Source: an optimization exercise on an open RTL-to-GDS flow (aim: small area, a short achievable clock period and few clock cycles). Production flows keep margins and buffers that such runs may drop.
The RTL was checked by simulation tests, not by an equivalence proof against the original design.

## run 1
==> flow/design.v (excerpt) <==
module leg_mix (
    input  wire         clk,
    input  wire         rst,
    input  wire         in_valid,
    output wire         in_ready,
    input  wire [4:0]   in_k,          
    input  wire [7:0]   in_outgain,    
    input  wire         in_out16,      
    input  wire [127:0] in_gain,       
    input  wire [31:0]  in_fade,       
    input  wire [511:0] in_mix,        
    output reg          out_valid,
    output reg  [23:0]  out_sample
);
    localparam integer QD = 10;           
    localparam [31:0] F_ONE  = 32'h3f800000,
                      F_075  = 32'h3f400000,
                      F_M075 = 32'hbf400000;
    reg [1:0]   g_cnt;
    reg [64:0]  gb0, gb1;
    wire        g_pop;
    wire        g_push;
    reg         ib_full;
    reg         ib_first;
    reg [15:0]  ib_mask;       
    reg [4:0]   k_r;
    reg [7:0]   og_r;
    reg         o16_r;
    reg [127:0] gain_r;
    reg [31:0]  fade_r;
    reg [511:0] mix_r;
    wire        stall;
    reg  [7:0]  sel_code;
    reg  [1:0]  sel_fade;
    reg  [31:0] sel_mix;
    reg         d2_v, d2_last;
    wire [15:0] sel      = ib_mask & (~ib_mask + 16'd1);
    wire        ib_last  = ((ib_mask & ~sel) == 16'd0);
    wire        sel_fading = (sel_fade != 2'd0);
    wire [1:0]  g_cnt_nx = g_cnt + {1'b0, g_push} - {1'b0, g_pop};
    wire        a_go     = ~stall & ~(sel_fading & g_cnt_nx[1]);
    wire        a_take   = ib_full & a_go;
    assign in_ready = ~ib_full | (ib_last & a_go);
    wire        accept   = in_valid & in_ready;
    reg  [15:0] in_act;
    integer s;
    always @(*)
        for (s = 0; s < 16; s = s + 1)
            in_act[s] = (in_gain[8*s +: 8] != 8'd0) && (in_fade[2*s +: 2] != 2'd3)
                     && (in_mix[32*s+23 +: 8] != 8'd0)
                     && !((in_fade[2*s +: 2] == 2'd2) && (in_k == 5'd23));
    always @(*) begin
        sel_code = 8'd0;
        sel_fade = 2'd0;
        sel_mix  = 32'd0;
  ...
Size: ~17000 cells after synthesis, about 2100 flip-flops, about 720 I/O pins.
==> flow/config.mk <==
export PLATFORM = sky130hd
export DESIGN_NAME = leg_mix
export DESIGN_NICKNAME = leg_mix
export VERILOG_FILES = /design/flow/design.v
export SDC_FILE = /design/flow/constraint.sdc
export NUM_CORES = 4
export LEC_CHECK = 0
export CAP_MARGIN = 20
export CORE_MARGIN = 2
export CORE_UTILIZATION = 40
export SETUP_SLACK_MARGIN = 5
export SLEW_MARGIN = 20
export SYNTH_MEMORY_MAX_BITS = 16384
==> flow/constraint.sdc <==
create_clock -name core_clock -period 15.0 [get_ports {clk}]
set_input_delay 3.0000 -clock core_clock [delete_from_list [all_inputs] [get_ports {clk}]]
set_output_delay 3.0000 -clock core_clock [all_outputs]
set_load 0.01 [all_outputs]
standard.sh (not shown) runs the stock make flow with config.mk's settings and CLKGATE_MAP_FILE= SYNTH_SCRIPT=/design/flow/synth_recipe.tcl, a recipe that flattens the netlist after the stock synthesis.
==> flow/flow/run.sh <==
#!/bin/bash
# The standard layout, with the smallest plain buffer on every port instead of
# the delay buffer buffer_ports picks by default. make's output goes to
# standard_flow.log here; ORFS's own step logs stay under orfs/logs.
set -euo pipefail
export BUFFER_PORTS_ARGS="-buffer_cell sky130_fd_sc_hd__buf_1"
bash standard.sh > standard_flow.log 2>&1
Run 1: flow completed, timing, DRC and antenna clean
Testbench counts of run 1, summed over its fixed seeds: cycles 11,879.
### run 1 -> run 2
Settings: CORE_UTILIZATION: 40 -> 55; PLACE_DENSITY: unset -> 0.65.
==> flow/run.sh (new file) <==
#!/bin/bash
# synth_recipe.tcl (not shown) runs the flow's synth.tcl, then flattens the netlist and writes it again
# the make line also repeats each setting of config.mk as NAME=value (left out here)
make -C /OpenROAD-flow-scripts/flow DESIGN_CONFIG=/design/flow/config.mk WORK_HOME=/design/flow/orfs CLKGATE_MAP_FILE= SYNTH_SCRIPT=/design/flow/synth_recipe.tcl finish
removed: flow/flow/run.sh
removed: flow/standard.sh
==> run notes <==
- Diff run 2..run 1 | hold buffer count at CTS | unchanged
- Higher filler cell count in the final layout was reported by run 1, not run 2.
- Standard cell core area (run 2 vs. run 1) decreases by more than a quarter
- Comparing register-to-register slack for run 2 and run 1, the bigger number came from run 1.
- Worst hold slack across all endpoints (run 2 over run 1): decrease, 0.029 ns
--- input diff run 2..run 3 ---
Settings: a change of CORE_UTILIZATION from 55 to 40; a deleted PLACE_DENSITY that had been 0.65.
==> run notes <==
Die area went up by more than a quarter going from run 2 to run 3. Run 3: time the worst path needs with I/O delays and setup 0.023 ns below run 2. Summary of run 3 over run 2: setup slack of the critical path after layout saw an increase, hold slack saw little to no change.

## trial 7
leg_mix, a different RTL version from the one above (not shown whole).
For scale: roughly 16,000 cells after synthesis, ~1,900 flip-flops, roughly 720 I/O pins, roughly 150,000 um^2 of cells after synthesis.
make LEC_CHECK=0 CAP_MARGIN=20 CORE_MARGIN=2 CORE_UTILIZATION=40 SETUP_SLACK_MARGIN=3 SLEW_MARGIN=20 SYNTH_MEMORY_MAX_BITS=16384 finish   # period 15.0 ns
run.sh (not shown) runs the stock make flow with config.mk's settings and CLKGATE_MAP_FILE= SYNTH_SCRIPT=/design/flow/synth_recipe.tcl, a recipe that flattens the netlist after the stock synthesis.
Stock flow here: none of the scripts above is used.
No stage failed in trial 7, and the final checks on the layout all came back clean.
Testbench counts of trial 7, summed over its fixed seeds: cycles 14,927.
> inputs changed (trial 7 -> build 90)
- removing SETUP_SLACK_MARGIN (formerly 3)
==> comparison <==
For the wire length on met1, build 90 came in about 0.55% lower than trial 7 did. Cell count: build 90 vs trial 7, no meaningful difference. Build 90 vs. trial 7: utilization of the core after routing flat; met2 layer usage reported by global route up 0.91 points. On multi-input combinational area share, trial 7 tracks build 90 almost exactly. Of build 90 and trial 7, trial 7 shows the lower maximum fanout count along the critical path, with build 90 above it. Looking only at met1 track demand over resource in global routing, and setting everything else aside, the higher value of build 90 and trial 7 goes to trial 7. On clock network area share, build 90 tracks trial 7 almost exactly. The clock buffer instance count of the final layout reported for build 90 is greater than that of trial 7 by 2.

## separate check: timing with driven ports
Ports are ideal in the flow. The routed layouts listed here were re-timed in OpenROAD. Step 1 assumes that a clkbuf_16 drives the clock port and a buf_2 every other input. Step 2 moves the port delays by t, midway between the first and last clock arrival at a register: inputs arrive t later, outputs are due t later. That takes back most of the time a late clock gives input paths. Three values: ideal ports, drivers, drivers and shift; two values: the first two.
| run | t, ns | setup WS [ns] | worst setup path at the end |
|---|---|---|---|
| run 1 | 1.056 | 5.410 / 5.410 / 5.410 | register to register |
| run 2 | 1.028 | 5.239 / 5.239 / 5.239 | register to register |
| run 3 | 1.062 | 5.263 / 5.134 / 5.404 | register to register |
| trial 7 | 1.042 | 3.514 / 3.514 / 3.514 | register to register |
| build 90 | 1.035 | 1.471 / 1.471 / 1.471 | register to register |
After both steps every run listed still meets setup and hold.
